Background: an optimization exercise with open tools, aiming at small area, a short achievable clock period and few clock cycles. Do not read the settings as production practice.
Only simulation tests tie the RTL to the original design; equivalence was not proved.

==> flow/design.v, too long to show whole: its modules and the start of the top module <==
// module digest_unit: 1451 lines
module digest_unit (
    input  wire        clk,
    input  wire        rst,
    input  wire        in_valid,
    output wire        in_ready,
    input  wire [63:0] in_data,
    input  wire [3:0]  in_nbytes,
    input  wire        in_last,
    input  wire [1:0]  in_alg,
    input  wire        in_expect,
    input  wire [63:0] in_cmp,
    output reg         out_valid,
    output reg  [63:0] out_digest,
    output reg         out_match,
    output reg         out_empty
);
  // ...
==> flow/flow/run.sh <==
#!/bin/bash
export SETUP_SLACK_MARGIN=5.8
bash standard.sh > standard.log 2>&1
==> flow/standard.sh <==
#!/bin/bash
# synth_recipe.tcl (not shown) runs the flow's synth.tcl, then flattens the netlist and writes it again
# the make line also repeats each setting of config.mk as NAME=value (left out here)
make -C /OpenROAD-flow-scripts/flow DESIGN_CONFIG=/design/flow/config.mk WORK_HOME=/design/flow/orfs CLKGATE_MAP_FILE= SYNTH_SCRIPT=/design/flow/synth_recipe.tcl "${@:-finish}"
==> flow/config.mk <==
export PLATFORM = sky130hd
export DESIGN_NAME = digest_unit
export DESIGN_NICKNAME = digest_unit
export VERILOG_FILES = /design/flow/design.v
export SDC_FILE = /design/flow/constraint.sdc
export NUM_CORES = 4
export LEC_CHECK = 0
export CAP_MARGIN = 20
export CORE_MARGIN = 2
export CORE_UTILIZATION = 40
export SLEW_MARGIN = 20
==> flow/constraint.sdc <==
create_clock -name core_clock -period 10.0 [get_ports {clk}]
set_input_delay 2.0000 -clock core_clock [delete_from_list [all_inputs] [get_ports {clk}]]
set_output_delay 2.0000 -clock core_clock [all_outputs]
set_load 0.01 [all_outputs]
==> impl_results.md, run 1 <==
* Syn avg cell area at approximately 9 µm²
* Final setup fails at 0
* Reg clk slew, reported paths at 0.06 ns
* Slew @ Worst Pin at ~1.3 ns
* Buffering overhead at 0.109
* Initial Util at 0.403
* Seq Cell Count at ~370
* Period utilisation layout at 0.450
* Crit start category: flip-flop
* CP Class: reg -> reg
* Most common cell after layout, fill and taps aside: xnor2_1
* Dpl hpwl at ~160000 µm
* Worst Hold Depth at 2
* Initial antenna violation count at 12
* Synth top area share at 0.270
* H-tree depth at 2
* Cell area after synthesis at between 40000 and 50000 µm²
* Seq/total area at 0.197
* # IOs at slightly above 200
* Multi-input gate area at approximately 32000 µm²
* GRT Max-Usage Layer: met2
* Ys async rst share at 0
* Largest cell class: multi-input combinational cells
* Seq. cell area at about 10000 µm²
* Die X at roughly 330 µm
* Max layer used: met5
* Clock insertion delay at the later pin of the skew report at 0.60 ns
* Status: finished clean
Testbench counts, summed over its fixed seeds: cycles 10,044.
==> run 2, diff against run 1 <==
--- a/flow/design.v
+++ b/flow/design.v
@@ -188,18 +188,22 @@
             alg_r <= in_alg;
             if (in_last) begin
                 cmp_q   <= in_cmp;
                 exp_q   <= in_expect;
                 empty_q <= first && kz;
             end
         end
     end
+    wire sched_d = (fstate == F_IDLE) ? (fire && (cmpl || (in_last && is_th && o_plus[2:0] != 3'd0)))
+                                      : (fstate == F_ROT || fstate == F_PAD || fstate == F_A || fstate == F_C);
     always @(posedge clk) begin
-        if (fstate == F_C)
+        if (!sched_d)
+            d_r <= 64'd0;
+        else if (fstate == F_C)
             d_r <= m2p >> 27;
         else if (fstate == F_A)
             d_r <= {32'd0, n};
         else
             d_r <= word;
         if (rot_s || (fire && cmpl))
             wbuf <= ovp;
         else if (fire)
@@ -1420,32 +1424,29 @@
     wire [63:0] m2p = m2s + {m2k[62:0], 1'b0};
     wire [63:0] fb  = x ^ (x >> 31);
     wire [8:0]  fbt = fb[63:55] + fb[8:0] - {fb[1:0], 7'd0};
     wire [63:0] fsel = ({64{op_c32}} & {32'd0, f32})
                      | ({64{op_c64}} & f64)
                      | ({64{op_th}}  & {mp[34:0], mp[63:35]})
                      | ({64{op_a}}   & {fbt, fb[54:0]})
                      | ({64{op_b}}   & m2p);
-    wire s_en = op_c32 | op_c64 | op_th | op_a | op_b | op_clr;
+    wire op_keep = !(op_c32 | op_c64 | op_th | op_a | op_b | op_clr);
     always @(posedge clk) begin
-        if (s_en)
-            s <= fsel;
+        s <= fsel | ({64{op_keep}} & x);
     end
     wire [63:0] sv = s ^ wbuf;
     wire [63:0] se = {s[28:0], s[63:29]};         
     reg  [63:0] fdig;
     always @(*) begin
         case (alg_r)
             2'd0:    fdig = {32'd0, ~sv[31:0]};
             2'd1:    fdig = byterev(sv);
             default: fdig = se ^ (se >> 33);
         endcase
     end
     always @(posedge clk) begin
-        out_valid <= op_out && !rst;
-        if (op_out) begin
-            out_digest <= fdig;
-            out_empty  <= empty_q;
-            out_match  <= exp_q && !empty_q && (fdig == cmp_q);
-        end
+        out_valid  <= op_out && !rst;
+        out_digest <= fdig;
+        out_empty  <= empty_q;
+        out_match  <= exp_q && !empty_q && (fdig == cmp_q);
     end
 endmodule
==> flow/flow/run.sh (replaced) <==
#!/bin/bash
export SETUP_SLACK_MARGIN=5.8
export BUFFER_PORTS_ARGS="-buffer_cell sky130_fd_sc_hd__buf_2"
bash standard.sh > standard.log 2>&1
==> flow/config.mk (replaced) <==
export PLATFORM = sky130hd
export DESIGN_NAME = digest_unit
export DESIGN_NICKNAME = digest_unit
export VERILOG_FILES = /design/flow/design.v
export SDC_FILE = /design/flow/constraint.sdc
export NUM_CORES = 4
export LEC_CHECK = 0
export CAP_MARGIN = 20
export CORE_MARGIN = 2
export CORE_UTILIZATION = 45
export SLEW_MARGIN = 20
==> impl_results.md, run 2 <==
* Period utilisation layout at 0.445 (was 0.450)
* Total Routing Usage GR at 0.485 (was 0.392)
* DP Area at 44000 µm² (was 45800 µm²)
* Max Clk Rate at 0.225 GHz (was 0.222 GHz)
* Initial antenna violation count at 18 (was 12)
* Initial Util at 0.454 (was 0.403)
* Worst setup EP type: flip-flop (unchanged)
* Synth Instances at 4587 (was 4526)
* RSZ-0062 raised after global routing: true (unchanged)
* CP Class: reg -> reg (unchanged)
* Final wirelength at 234000 µm (was 218000 µm)
* Cell Chain, Critical Path: xnor2_2 > buf_4 > xnor2_2 > xnor2_1 > xor2_1 > xnor2_1 > xnor2_1 > xor2_1 > a221oi_2 > o221ai_1 (was xnor2_2 > buf_4 > xnor2_4 > xnor2_4 > xnor2_1 > xnor2_1 > xor2_1 > xnor2_2 > o221ai_1 > a221o_1)
* Reg clk slew, reported paths at 0.06 ns (about the same)
* Most frequent cell after synthesis: xnor2_1 (unchanged)
* Clock insertion delay at the later pin of the skew report at 0.64 ns (was 0.60 ns)
* Cell area after synthesis at 40800 µm² (was 41600 µm²)
* Chip Height at 305 µm (was 327 µm)
* Cell class contributing the biggest share of worst-path delay: XOR/XNOR gates (unchanged)
* Worst Path Required at 10.44 ns (was 10.34 ns)
* Most used cell, CP: xnor2_1
* Post-route antenna net violation count at 0 (unchanged)
* Yosys warnings at 1 (unchanged)
* Final setup fails at 0 (unchanged)
* Prevailing post-synth register cell: dfxtp_1 (was edfxtp_1)
* # IOs at 207 (unchanged)
* Dpl hpwl at 181000 µm (was 165000 µm)
* WL/cell at 38.8 µm (was 34.4 µm)
* Row cnt at 110 (was 118)
* Input/output buffers at 206 (unchanged)
* Crit start category: flip-flop (unchanged)
* Die area at 93000 µm² (was 107000 µm²)
* Status: finished clean (unchanged)
* Vias in the first global route at 36300 (was 35800)
* Commonest cells post-synth: xnor2_1, xor2_1, nor2_1, nand2_1, a21oi_1 (was xnor2_1, nand2_1, a21oi_1, xor2_1, edfxtp_1)
* Worst hold path class: reg -> reg (unchanged)
* DRT iter0 DRCs at 6815 (was 6675)
* Root Buffer: clkbuf_16 (unchanged)
* Fin. max-slew vios at 0 (unchanged)
* Ranking of synthesized cells by area: xnor2_1, dfxtp_1, edfxtp_1 (was xnor2_1, edfxtp_1, xor2_1)
* Slew @ Worst Pin at 1.41 ns (was 1.26 ns)
* Clock Tree Buf Depth at 3 (unchanged)
* Slowest-stage cell, CP: a221oi_2 (was xnor2_4)
* Global-route wire length before repair at 310000 µm (was 292000 µm)
* Post-route cell area at 47300 µm² (was 51200 µm²)
* Share of layout cells above drive strength 1 at 0.171 (was 0.158)
* Die X at 305 µm (was 327 µm)
* Largest net degree at the start of global routing at 72 (was 88)
* Seq/Total Area, Yosys at 0.215 (was 0.242)
* Yosys top cell by area: xnor2_1 (unchanged)
* Area of the core at 89900 µm² (was 103000 µm²)
* Grt total ovfl at 0 (unchanged)
* Number of flops mapped to enable cells by yosys at 132 (was 262)
* Synth unique cells at 81 (was 80)
* Layout area overhead at 16.0% (was 23.0%)
* Most frequent cells in the layout: xnor2_1, xor2_1, nor2_1 (was xnor2_1, nand2_1, buf_4)
* H-tree depth at 2 (unchanged)
* Final Skew at 0.0526 ns (was 0.0230 ns)
* Post-route setup TNS at 0 ns (unchanged)
* Vias per inst at 6.59 (was 6.21)
* CP arrival at 4.89 ns (was 4.83 ns)
* FF+latch count, synth at 371 (unchanged)
* Ys async rst share at 0 (unchanged)
* CTS Buf Count at 43 (was 42)
* Detailed Routing Iterations Pass 1 at 9 (was 8)
* Final hold vios at 0 (unchanged)
* DRC Markers at 0 (unchanged)
* Buffers & Inverters on Critical Path at 1 (unchanged)
* CTS sink cnt at 371 (unchanged)
* Nets at 5164 (was 5257)
* CP Max Fanout at 9 (was 12)
* Vias after detailed routing at 39800 (was 39300)
* Layout fillers at 8547 (was 9729)
* Min Clock Period, post-route at 4.45 ns (was 4.50 ns)
* Max_cap viols at 0 (unchanged)
* Synth top area share at 0.279 (was 0.270)
* CP max stage delay at 0.81 ns (was 0.59 ns)
* Slew headroom at 0.0587 (was 0.156)
* Syn avg cell area at 8.89 µm² (was 9.19 µm²)
* CTS tree: yes (unchanged)
* Most common cell after layout, fill and taps aside: xnor2_1 (unchanged)
* RePlAce Congestion at 1.08 (was 1.12)
* Mapped Nets at 4931 (was 4870)
-- run 2: worst paths after layout --
| kind | startpoint | cells after the start | endpoint | slack (ns) |
|---|---|---|---|---|
| worst max-delay path | s[45]$_DFF_P_ | 10 | s[25]$_DFF_P_ | 5.55 |
| worst min-delay path | op_out$_SDFF_PP0_ | 1 | out_valid$_DFF_P_ | 0.46 |
| worst max register to register | s[45]$_DFF_P_ | 10 | s[25]$_DFF_P_ | 5.55 |
| worst min register to register | op_out$_SDFF_PP0_ | 1 | out_valid$_DFF_P_ | 0.46 |
-- run 2: cell type report --
class	instances	area (µm²)	area share
multi-input combinational	3866	32000	0.676
sequential	371	8840	0.187
timing repair buffer	429	3110	0.0658
tap	1176	1470	0.0311
clock buffer	52	1160	0.0246
inverter	109	452	0.00955
clock inverter	27	246	0.00521
antenna	5	12.5	0.000265
-- run 2: worst register-to-register path: cells and delay by family (launching register included) --
family	cells	cell delay, ns
DFF	1	0.55
xor gates and xnor gates	7	2.36
buffers and inverters	1	0.26
AOI/OAI and AO/OA	2	1.11
-- run 2: per-layer routing --
metal  vias to the layer above  GRT usage  wire length (µm)
met4                        24      0.256             15500
li1                      16300          -                 -
met1                     19500      0.633             90500
met2                      3225      0.654             89700
met3                       736      0.231             38400
met5                         -          0               178
-- run 2: repair_timing --
item	in CTS	in global routing
cloned	1	1
resized for setup	178	137
hold buffers	0	0
endpoints found under the setup margin	148	139
buffers inserted	24	29
pin swaps	18	18
-- run 2: logic make-up after synthesis --
group / after synthesis / synth area share
compound gates: 932 / 0.149
flops: 371 / 0.215
mux: 238 / 0.0617
xor+xnor: 1677 / 0.379
simple gates: 806 / 0.0891
buf+inv: 351 / 0.0330
fa+ha+maj: 212 / 0.0735
-- run 2: through the flow --
stage / instances / hold WS [ns] / setup WS (ns) / utilization
2_1_floorplan: 4587 / 0.339 / 5.81 / -
3_3_place_gp: 5895 / 0.445 / 4.45 / 0.489
3_5_place_dp: 5896 / 0.433 / 4.29 / 0.490
4_1_cts: 6000 / 0.455 / 5.68 / 0.516
5_1_grt: 6030 / 0.462 / 5.67 / 0.526
6_report: 6035 / 0.457 / 5.55 / 0.526
Testbench counts of run 2, summed over its fixed seeds: cycles 10,044.

## separate check: timing with driven ports
In the flow no input, the clock included, has a driving cell. The finished layouts below were timed again as built, in two steps. Step 1 (the two cells are an assumption about what drives the block):
set clk [get_ports {clk}]
set_driving_cell -lib_cell sky130_fd_sc_hd__clkbuf_16 $clk
set_driving_cell -lib_cell sky130_fd_sc_hd__buf_2 [delete_from_list [all_inputs] $clk]
Step 2, shift: input delay + t, output delay - t, t = (earliest + latest rising clock arrival at the registers) / 2. This alone moves slack from input paths to output paths. Slacks: no drivers / after step 1 / after step 2; pairs: no drivers / after step 1.
| run | t (ns) | setup WS [ns] | clock arrival spread, ns |
|---|---|---|---|
| run 1 | 0.647 | 5.505 / 5.505 / 5.274 | 0.024 / 0.024 |
| run 2 | 0.680 | 5.546 / 5.546 / 5.302 | 0.053 / 0.053 |
After both steps setup and hold are still met in every run listed. The setup slack of run 2, which loses most, moves by 0.000 ns with the drivers and by -0.244 ns with both steps.
